Background: an optimization exercise with open tools, aiming at small area and a short achievable clock period. Do not read the settings as production practice. Only the layout flow was run in this run; the RTL was not checked for function there. No activity file was given, so power comes from the tool's default toggle rates.

==> flow/design.v <==
module cvt_narrow (
    input  wire [2:0]  rm,
    input  wire        neg,
    input  wire        n0,
    input  wire [15:0] f,
    input  wire        sticky,
    input  wire [15:0] g,
    output wire        up
);
    wire low     = (f[14:0] != 15'd0) || sticky;
    wire inexact = f[15] || low;
    wire [15:0] g0 = f & g, p0 = f | g;
    wire [7:0]  g1, p1;
    wire [3:0]  g2, p2;
    wire [1:0]  g3, p3;
    genvar i;
    generate
        for (i = 0; i < 8; i = i + 1) begin : l1
            assign g1[i] = g0[2*i+1] | (p0[2*i+1] & g0[2*i]);
            assign p1[i] = p0[2*i+1] & p0[2*i];
        end
        for (i = 0; i < 4; i = i + 1) begin : l2
            assign g2[i] = g1[2*i+1] | (p1[2*i+1] & g1[2*i]);
            assign p2[i] = p1[2*i+1] & p1[2*i];
        end
        for (i = 0; i < 2; i = i + 1) begin : l3
            assign g3[i] = g2[2*i+1] | (p2[2*i+1] & g2[2*i]);
            assign p3[i] = p2[2*i+1] & p2[2*i];
        end
    endgenerate
    wire sr_up = g3[1] | (p3[1] & g3[0]);
    assign up = rm[2] ? sr_up :
                rm[1] ? (inexact && (rm[0] ^ neg)) :
                        (!rm[0] && f[15] && (low || n0));
endmodule
module cvt_lane (
    input  wire        clk,
    input  wire [31:0] x,
    input  wire [15:0] g,
    input  wire [2:0]  fmt,       
    input  wire        denorm,
    input  wire [2:0]  rm_q,      
    output reg  [15:0] res,
    output reg         ovf,
    output reg         flushed,
    output reg         nan_lost
);
    wire [7:0]  e1 = x[30:23];
    wire        e1_zero = (e1 == 8'h00);
    wire a_e2 = fmt[2];
    wire a_bf = !fmt[2] && (fmt[1:0] == 2'd0);
    wire a_fp = !fmt[2] && (fmt[1:0] == 2'd1);
    wire a_e4 = !fmt[2] && (fmt[1:0] == 2'd2);
    wire a_e5 = !fmt[2] && (fmt[1:0] == 2'd3);
    wire a_keep = denorm || a_e2;                    
    wire lo_fp = (e1 < 8'd113);                      
    wire lo_e4 = (e1 < 8'd121);
    wire lo_e2 = (e1 < 8'd127);
    wire sb_fp = a_keep && a_fp && lo_fp;
    wire sb_e5 = a_keep && a_e5 && lo_fp;
    wire sb_e4 = a_keep && a_e4 && lo_e4;
    wire sb_e2 = a_e2 && lo_e2;
    wire shsub = sb_fp || sb_e5 || sb_e4 || sb_e2;
    wire [4:0] d_fp = 5'd17 - e1[4:0];
    wire [4:0] d_e5 = 5'd25 - e1[4:0];
    wire [4:0] d_e4 = 5'd0  - e1[4:0];
    wire [4:0] d_e2 = 5'd8  - e1[4:0];
    wire [4:0] tsel = ({5{sb_fp}} & d_fp) | ({5{sb_e5}} & d_e5) |
                      ({5{sb_e4}} & d_e4) | ({5{sb_e2}} & d_e2) |
                      ({5{a_bf}} & 5'd3) |
                      ({5{a_e5 && !sb_e5}} & 5'd8) |
                      ({5{a_e4 && !sb_e4}} & 5'd7) |
                      ({5{a_e2 && !sb_e2}} & 5'd9);
    reg        s;
    reg [7:0]  e;
    reg [23:0] sig;
    reg [4:0]  t;
    reg [15:0] gq;
    reg        f_bf, f_fp, f_e4, f_e5, dn;
    always @(posedge clk) begin
        f_bf     <= a_bf;
        f_fp     <= a_fp;
        f_e4     <= a_e4;
        f_e5     <= a_e5;
        dn       <= denorm;
    end
    wire       f_e2     = !(f_bf || f_fp || f_e4 || f_e5);
    wire       keep_sub = dn || f_e2;
    wire q_fp = f_fp && keep_sub && (e < 8'd113);
    wire q_e5 = f_e5 && keep_sub && (e < 8'd113);
    wire q_e4 = f_e4 && keep_sub && (e < 8'd121);
    wire q_e2 = f_e2 && (e < 8'd127);
    wire sub  = q_fp || q_e5 || q_e4 || q_e2 || !sig[23];
    wire tsat = (q_fp && (e < 8'd82)) || (q_e5 && (e < 8'd90)) ||
                (q_e4 && (e < 8'd97)) || (q_e2 && (e < 8'd105));
    always @(posedge clk) begin
        s    <= x[31];
        e    <= e1;
        sig  <= {!e1_zero, x[22:0]};
        t    <= tsel;
        gq   <= g;
    end
    wire [2:0]  rm = rm_q;
    wire [22:0] m  = sig[22:0];
    wire [7:0]  ee = e;
    wire e_zero  = !sig[23];
    wire e_ones  = (e == 8'hFF);
    wire m_zero  = (m == 23'd0);
    wire is_nan  = e_ones && !m_zero;
    wire is_inf  = e_ones && m_zero;
    wire is_zero = e_zero && m_zero;
    wire in_flush = e_zero && !m_zero && !dn;        
    wire [26:0] a0 = {sig, 3'b000};
    wire [26:0] a1 = t[0] ? {1'b0,  a0[26:1]}  : a0;
    wire [26:0] a2 = t[1] ? {2'b0,  a1[26:2]}  : a1;
    wire [26:0] a3 = t[2] ? {4'b0,  a2[26:4]}  : a2;
    wire [26:0] a4 = t[3] ? {8'b0,  a3[26:8]}  : a3;
    wire [26:0] a5 = t[4] ? {16'b0, a4[26:16]} : a4;
    wire sticky = tsat || (t[0] && a0[0]) || (t[1] && (a1[1:0] != 2'd0)) ||
                  (t[2] && (a2[3:0] != 4'd0)) || (t[3] && (a3[7:0] != 8'd0)) ||
                  (t[4] && (a4[15:0] != 16'd0));
    wire [26:0] z = tsat ? 27'd0 : a5;
    wire [10:0] n = z[26:16];
    wire [15:0] f = z[15:0];
    wire up;
    cvt_narrow u_rnd (.rm(rm), .neg(s), .n0(n[0]), .f(f), .sticky(sticky), .g(gq), .up(up));
    wire [7:0] ebf = sub ? 8'd0 :
                     f_bf ? ee :
                     (f_fp || f_e5) ? {3'd0, ~ee[4], ee[3:0]} :
                     f_e4 ? {4'd0, ~ee[3], ee[2:0]} :
                            {6'd0, ~ee[1], ee[0]};
    reg [14:0] body;
    always @* begin
        case (1'b1)
            f_bf:    body = {ebf[7:0], n[6:0]};
            f_fp:    body = {ebf[4:0], n[9:0]};
            f_e4:    body = {8'd0, ebf[3:0], n[2:0]};
            f_e5:    body = {8'd0, ebf[4:0], n[1:0]};
            default: body = {12'd0, ebf[1:0], n[0]};
        endcase
    end
    reg  [14:0] pre;                                 
    integer k;
    always @* begin
        pre[0] = 1'b1;
        for (k = 1; k < 15; k = k + 1)
            pre[k] = pre[k-1] && body[k-1];
    end
    wire [14:0] rbody = body ^ (pre & {15{up}});
    wire ones = f_bf ? pre[7] : f_fp ? pre[10] : f_e4 ? pre[3] : f_e5 ? pre[2] : pre[1];
    wire c = up && ones;
    reg ov_big, ov_edge;
    always @* begin
        case (1'b1)
            f_bf:    begin ov_big = 1'b0;          ov_edge = (ee == 8'd254) && c; end
            f_fp,
            f_e5:    begin ov_big = (ee >= 8'd143); ov_edge = (ee == 8'd142) && c; end
            f_e4:    begin ov_big = (ee >= 8'd136);
                           ov_edge = (ee == 8'd135) && ((n[2:0] == 3'd7) || ((n[2:0] == 3'd6) && up)); end
            default: begin ov_big = (ee >= 8'd130); ov_edge = (ee == 8'd129) && c; end
        endcase
    end
    wire over = !e_zero && (ov_big || ov_edge);
    reg fl_lo, fl_edge;
    always @* begin
        case (1'b1)
            f_fp, f_e5: begin fl_lo = (ee < 8'd112); fl_edge = (ee == 8'd112); end
            f_e4:       begin fl_lo = (ee < 8'd120); fl_edge = (ee == 8'd120); end
            default:    begin fl_lo = 1'b0;          fl_edge = 1'b0; end
        endcase
    end
    wire tiny_zero = keep_sub ? (sub && (n[9:0] == 10'd0) && !up)
                              : (fl_lo || (fl_edge && !c));
    wire fin     = !e_ones;
    wire over_f  = fin && over;
    wire k_zero  = is_zero || in_flush || (fin && tiny_zero);
    wire k_const = e_ones || over_f;
    wire inf_res = rm[2] || (rm[1:0] == 2'd0) || (rm[1] && (rm[0] ^ s));
    wire to_inf  = is_inf || inf_res;
    reg [14:0] cm;
    always @* begin
        case (1'b1)
            f_bf:    cm = is_nan ? 15'h7FC0 : to_inf ? 15'h7F80 : 15'h7F7F;
            f_fp:    cm = is_nan ? 15'h7E00 : to_inf ? 15'h7C00 : 15'h7BFF;
            f_e4:    cm = is_nan ? 15'h007F : 15'h007E;
            f_e5:    cm = is_nan ? 15'h007E : to_inf ? 15'h007C : 15'h007B;
            default: cm = is_nan ? 15'h0000 : 15'h0007;
        endcase
    end
    wire [14:0] mag = k_const ? cm : (rbody & {15{!k_zero}});
    wire s8 = f_e4 || f_e5;
    always @* begin
        res[15]   = s && (f_bf || f_fp);
        res[14:8] = mag[14:8];
        res[7]    = s8 ? s : mag[7];
        res[6:4]  = mag[6:4];
        res[3]    = f_e2 ? (s && !is_nan) : mag[3];
        res[2:0]  = mag[2:0];
        ovf       = is_inf || (over_f && (rm != 3'd1));
        flushed   = in_flush || (fin && !is_zero && tiny_zero);
        nan_lost  = is_nan && f_e2;
    end
endmodule
module cvtn_slice #(
    parameter LANES = 4
) (
    input  wire                 clk,
    input  wire                 rst_n,
    input  wire                 in_valid,
    input  wire [2:0]           in_fmt,
    input  wire [2:0]           in_rm,
    input  wire                 in_denorm,
    input  wire [32*LANES-1:0]  in_x,
    input  wire [16*LANES-1:0]  in_g,
    output reg                  out_valid,
    output reg  [16*LANES-1:0]  out_res,
    output reg  [LANES-1:0]     out_ovf,
    output reg  [LANES-1:0]     out_flushed,
    output reg  [LANES-1:0]     out_nan_lost
);
    reg       v_q;
    reg [2:0] rm_q;
    always @(posedge clk) begin
        if (!rst_n) v_q <= 1'b0;
        else        v_q <= in_valid;
        rm_q     <= in_rm;
    end
    wire [16*LANES-1:0] res;
    wire [LANES-1:0]    ovf, flushed, nan_lost;
    genvar l;
    generate
        for (l = 0; l < LANES; l = l + 1) begin : g_lane
            cvt_lane u_lane (
                .clk(clk),
                .x(in_x[32*l +: 32]), .g(in_g[16*l +: 16]),
                .fmt(in_fmt), .denorm(in_denorm),
                .rm_q(rm_q),
                .res(res[16*l +: 16]), .ovf(ovf[l]), .flushed(flushed[l]),
                .nan_lost(nan_lost[l]));
        end
    endgenerate
    always @(posedge clk) begin
        if (!rst_n) out_valid <= 1'b0;
        else        out_valid <= v_q;
        out_res      <= res;
        out_ovf      <= ovf;
        out_flushed  <= flushed;
        out_nan_lost <= nan_lost;
    end
endmodule
==> flow/flow/run.sh <==
#!/bin/bash
set -euo pipefail
export BUFFER_PORTS_ARGS="-buffer_cell sky130_fd_sc_hd__buf_1"
bash standard.sh SETUP_SLACK_MARGIN=8.5 finish > standard_finish.log 2>&1
==> flow/standard.sh <==
#!/bin/bash
# synth_recipe.tcl (not shown) runs the flow's synth.tcl, then flattens the netlist and writes it again
# the make line also repeats each setting of config.mk as NAME=value (left out here)
make -C /OpenROAD-flow-scripts/flow DESIGN_CONFIG=/design/flow/config.mk WORK_HOME=/design/flow/orfs CLKGATE_MAP_FILE= SYNTH_SCRIPT=/design/flow/synth_recipe.tcl "${@:-finish}"
==> flow/config.mk <==
export PLATFORM = sky130hd
export DESIGN_NAME = cvtn_slice
export DESIGN_NICKNAME = cvtn_slice
export VERILOG_FILES = /design/flow/design.v
export SDC_FILE = /design/flow/constraint.sdc
export NUM_CORES = 4
export LEC_CHECK = 0
export ABC_AREA = 1
export CAP_MARGIN = 20
export CORE_MARGIN = 2
export CORE_UTILIZATION = 45
export CTS_BUF_LIST = sky130_fd_sc_hd__clkbuf_16
export CTS_CLUSTER_DIAMETER = 100
export CTS_CLUSTER_SIZE = 30
export PLACE_DENSITY = 0.6
export SETUP_SLACK_MARGIN = 5
export SLEW_MARGIN = 20
==> flow/constraint.sdc <==
create_clock -name core_clock -period 12.0 [get_ports {clk}]
set_input_delay 2.4000 -clock core_clock [delete_from_list [all_inputs] [get_ports {clk}]]
set_output_delay 2.4000 -clock core_clock [all_outputs]
set_load 0.01 [all_outputs]
==> summary.txt <==
Critical path
  • Cell family with the largest share of critical-path delay: flip-flops
  • Worst path cell trace: buf_2
  • Buf/Inv on CP: 1
  • Crit end category: primary output
  • WP data arrival: 1080 ps
  • Required time of the critical path: 9600 ps
  • R2r setup slk: 8540 ps
  • Critical setup path kind: reg2out
  • Startpoint types: register
  • Critical Path Fanout Max: 1
  • Crit path largest cell delay: 380 ps
  • Slowest library cell on the worst path: dfxtp_1

Routing
  • DRC: 0
  • Avg Vias per Cell: 5.70
  • Final WL: 82.4 mm
  • Routed WL per cell: 18.5 um
  • Detail Route Antenna Nets: 0
  • DR iter-0 viols: 2465
  • Via count: 25.3k
  • Drt first pass iters: 6

Finish
  • Share of cells above drive strength 1: 16.2%
  • Area grow syn2layout: 21.7%
  • Post-Layout Cell Count: 4446
  • Layout net count: 4044
  • Post-Route Utilization: 55.5%

Timing
  • Final Critical Period: 3480 ps
  • RSZ-0062 raised after global routing: yes
  • Endpoints failing setup: 0
  • Worst-margin pin slew: 1050 ps
  • Slew Limit Fails: 0
  • TNS Setup: 0 ps
  • Tcrit/Tclk final: 29.0%
  • Final hold vios: 0
  • Clock Skews: 19.9 ps
  • Fmax: 0.287 GHz
  • Slew HR: 29.8%

Logic synthesis
  • Top FF cell, synth: dfxtp_1
  • Async S/R FF share, synth: 0%
  • Post-synth EDFFs: 0
  • Cell area after synthesis: 0.0212 mm2
  • Synth Instances: 3482
  • YS warnings: 2
  • Net Count, Synth: 3700
  • Unique masters post-synth: 67
  • Seq/Total Area, Yosys: 28.5%
  • Seq cells post-synth: 302
  • Post-Syn Area per Cell: 6.10 um2

Global routing
  • GRT Util Overall: 31.1%
  • Initial antenna violation count: 4
  • Vias in the first global route: 22.5k
  • Largest net degree at the start of global routing: 47
  • GR Overflow Total: 0
  • First-pass GRT wire length: 123 mm

Placement
  • Port buffer count: 278
  • Placer Congestion: 1.01
  • Dpl cells: 4245
  • Final HPWL DP: 60.8 mm

Die
  • Ports: 279
  • Std cell rows: 79
  • Die width: 221 um
  • Initial Util: 45.6%
  • Chip Height: 221 um
  • Core area: 0.0466 mm2
  • Die area: 0.0490 mm2

Clock network
  • Clk slew on worst S/H paths: 100 ps
  • # clock sinks: 302
  • Clk root buf: clkbuf_16
  • TritonCTS clock tree: built
  • Hold-fix buffers, CTS: 0
  • Clk latency of the worst-skew pair: 570 ps
  • CTS Buf Count: 18
  • Maximum root-to-sink buffer count: 3
  • Htree depth: 1

Pwr
  • VDD IR max: 0.189 mV
  • Pwr/cell area: 120 mW/mm2
  • Lkg Pwr: 0.0120 uW

Hold path
  • Hold Crit Class: reg2reg

Run
  • Max Cap Violations: 0

Status
  • Status: complete, no violations
==> state kept, by name, indices dropped and copies added (netlist names), 3 cells and up <==
register,count
g_lane.u_lane.sig,96
g_lane.u_lane.gq,64
out_res,64
g_lane.u_lane.e,32
g_lane.u_lane.t,20
g_lane.u_lane.s,4
out_flushed,4
out_nan_lost,4
out_ovf,4
rm_q,3
==> cells by family after synthesis <==
| logic type | share of synthesized area [%] |
|---|---|
| adder cells (fa/ha/maj) | 0.942 |
| XOR/XNOR | 2.51 |
| multiplexers | 0.188 |
| flip-flops | 28.5 |
| buffers and inverters | 8.70 |
| AND/OR/NAND/NOR | 48.7 |
| AO/OA/AOI/OAI | 10.5 |
==> cells in the mapped netlist (8+ instances only) <==
| cell | n | area, um2 |
|---|---|---|
| nor3_1 | 33 | 165 |
| nand4_1 | 77 | 482 |
| nand2_2 | 36 | 225 |
| clkbuf_1 | 46 | 173 |
| nand3_1 | 660 | 3300 |
| a21oi_1 | 76 | 380 |
| buf_2 | 48 | 240 |
| buf_1 | 15 | 56.3 |
| nand2_1 | 1079 | 4050 |
| nor2_2 | 15 | 93.8 |
| nand3_2 | 12 | 120 |
| nor4_1 | 40 | 250 |
| o21ai_1 | 48 | 240 |
| inv_1 | 259 | 972 |
| dfxtp_1 | 302 | 6050 |
| ha_1 | 16 | 200 |
| o22ai_1 | 20 | 125 |
| nor2_4 | 17 | 191 |
| buf_6 | 11 | 124 |
| o21ai_0 | 128 | 641 |
| and2_1 | 11 | 68.8 |
| nor2_1 | 266 | 998 |
| inv_2 | 31 | 116 |
| xnor2_1 | 19 | 166 |
| nand2_4 | 8 | 90.1 |
| buf_4 | 15 | 113 |
| xor2_1 | 42 | 368 |
| o211ai_1 | 22 | 165 |
| a21boi_0 | 8 | 60.1 |
==> where the power goes <==
group | total, uW | switching, uW | internal, uW
clock network | 719 | 404 | 315
registers | 1160 | 89.1 | 1080
logic | 1220 | 796 | 423
==> final cells by class <==
cell class | count | area, um2
Antenna cell | 3 | 7.51
Inverter | 302 | 1270
Multi-Input combinational cell | 2755 | 14400
Fill cell | 4774 | 20700
Clock buffer | 19 | 475
Sequential cell | 302 | 6190
Clock inverter | 11 | 159
Timing Repair Buffer | 440 | 2570
Timing Repair inverter | 7 | 52.6
Tap cell | 607 | 759
==> tightest hold or removal path: cells and delay by family, from the launching register on <==
family	cells	cell delay, ps
flops	1	310
buf+inv	1	30
simple gates	1	50
==> per-stage QoR <==
step / hold WS (ps) / power (uW) / area, um2 / setup slack (ps)
after CTS: 429 / 2980 / 24200 / 8450
after floorplan: 386 / 1920 / 21300 / 8370
after detailed placement: 416 / 2200 / 22500 / 7220
after global routing: 440 / 3290 / 25900 / 8370
final: 427 / 3100 / 25900 / 8520
after global placement: 397 / 2190 / 22500 / 7210
==> metal layers <==
layer / routed length, um / GRT usage, % / vias to the layer above
met5: 0 / 0 / -
met3: 7010 / 5.10 / 160
met1: 35900 / 43.1 / 11700
met4: 2380 / 8.34 / 0
met2: 37100 / 49.9 / 1119
li1: - / - / 12300
==> worst paths after layout <==
kind,cells after the start,startpoint,to
max,1,out_flushed[1],out_flushed[1]
min,2,v_q,out_valid
max reg2reg,26,g_lane[0].u_lane.e[7],out_res[12]
min reg2reg,2,v_q,out_valid
==> cell usage in the layout, fill, tap and decap left out, types with 67 or more instances in the layout <==
master	Yosys	routed
buf_1	15	254
buf_4	15	134
dfxtp_1	302	241
inv_1	259	240
nand2_1	1079	1032
nand2_2	36	67
nand3_1	660	634
nand4_1	77	77
nor2_1	266	240
o21ai_0	128	112
==> repair_timing <==
action | 4_1_cts | 5_1_grt
pin swaps | 23 | 66
setup endpoints to repair | 106 | 91
gates resized for setup | 152 | 271
gates cloned | 15 | 8
setup buffers | 59 | 86

## what the ideal ports hide
In the flow no input, the clock included, has a driving cell. The finished layout below was timed again as built, in two steps.
Step 1 assumes that a clkbuf_16 drives the clock port and a buf_2 every other input.
Step 2 adds t to the input delays and takes it off the output delays; t is the mean of the earliest and latest rising clock arrival at the registers after step 1. Input paths then give back, and output paths get back, about the clock's delay inside the block.
Slacks: ideal / step 1 / step 2; pairs: ideal / step 1.
t (ns): 0.617
setup slack, ns: 8.517 / 8.458 / 7.906
worst setup path after step 2: input to register
latest minus earliest clock arrival (ns): 0.022 / 0.022
After both steps this run still meets setup and hold. The setup slack of this run moves by -0.059 ns with the drivers and by -0.611 ns with both steps.
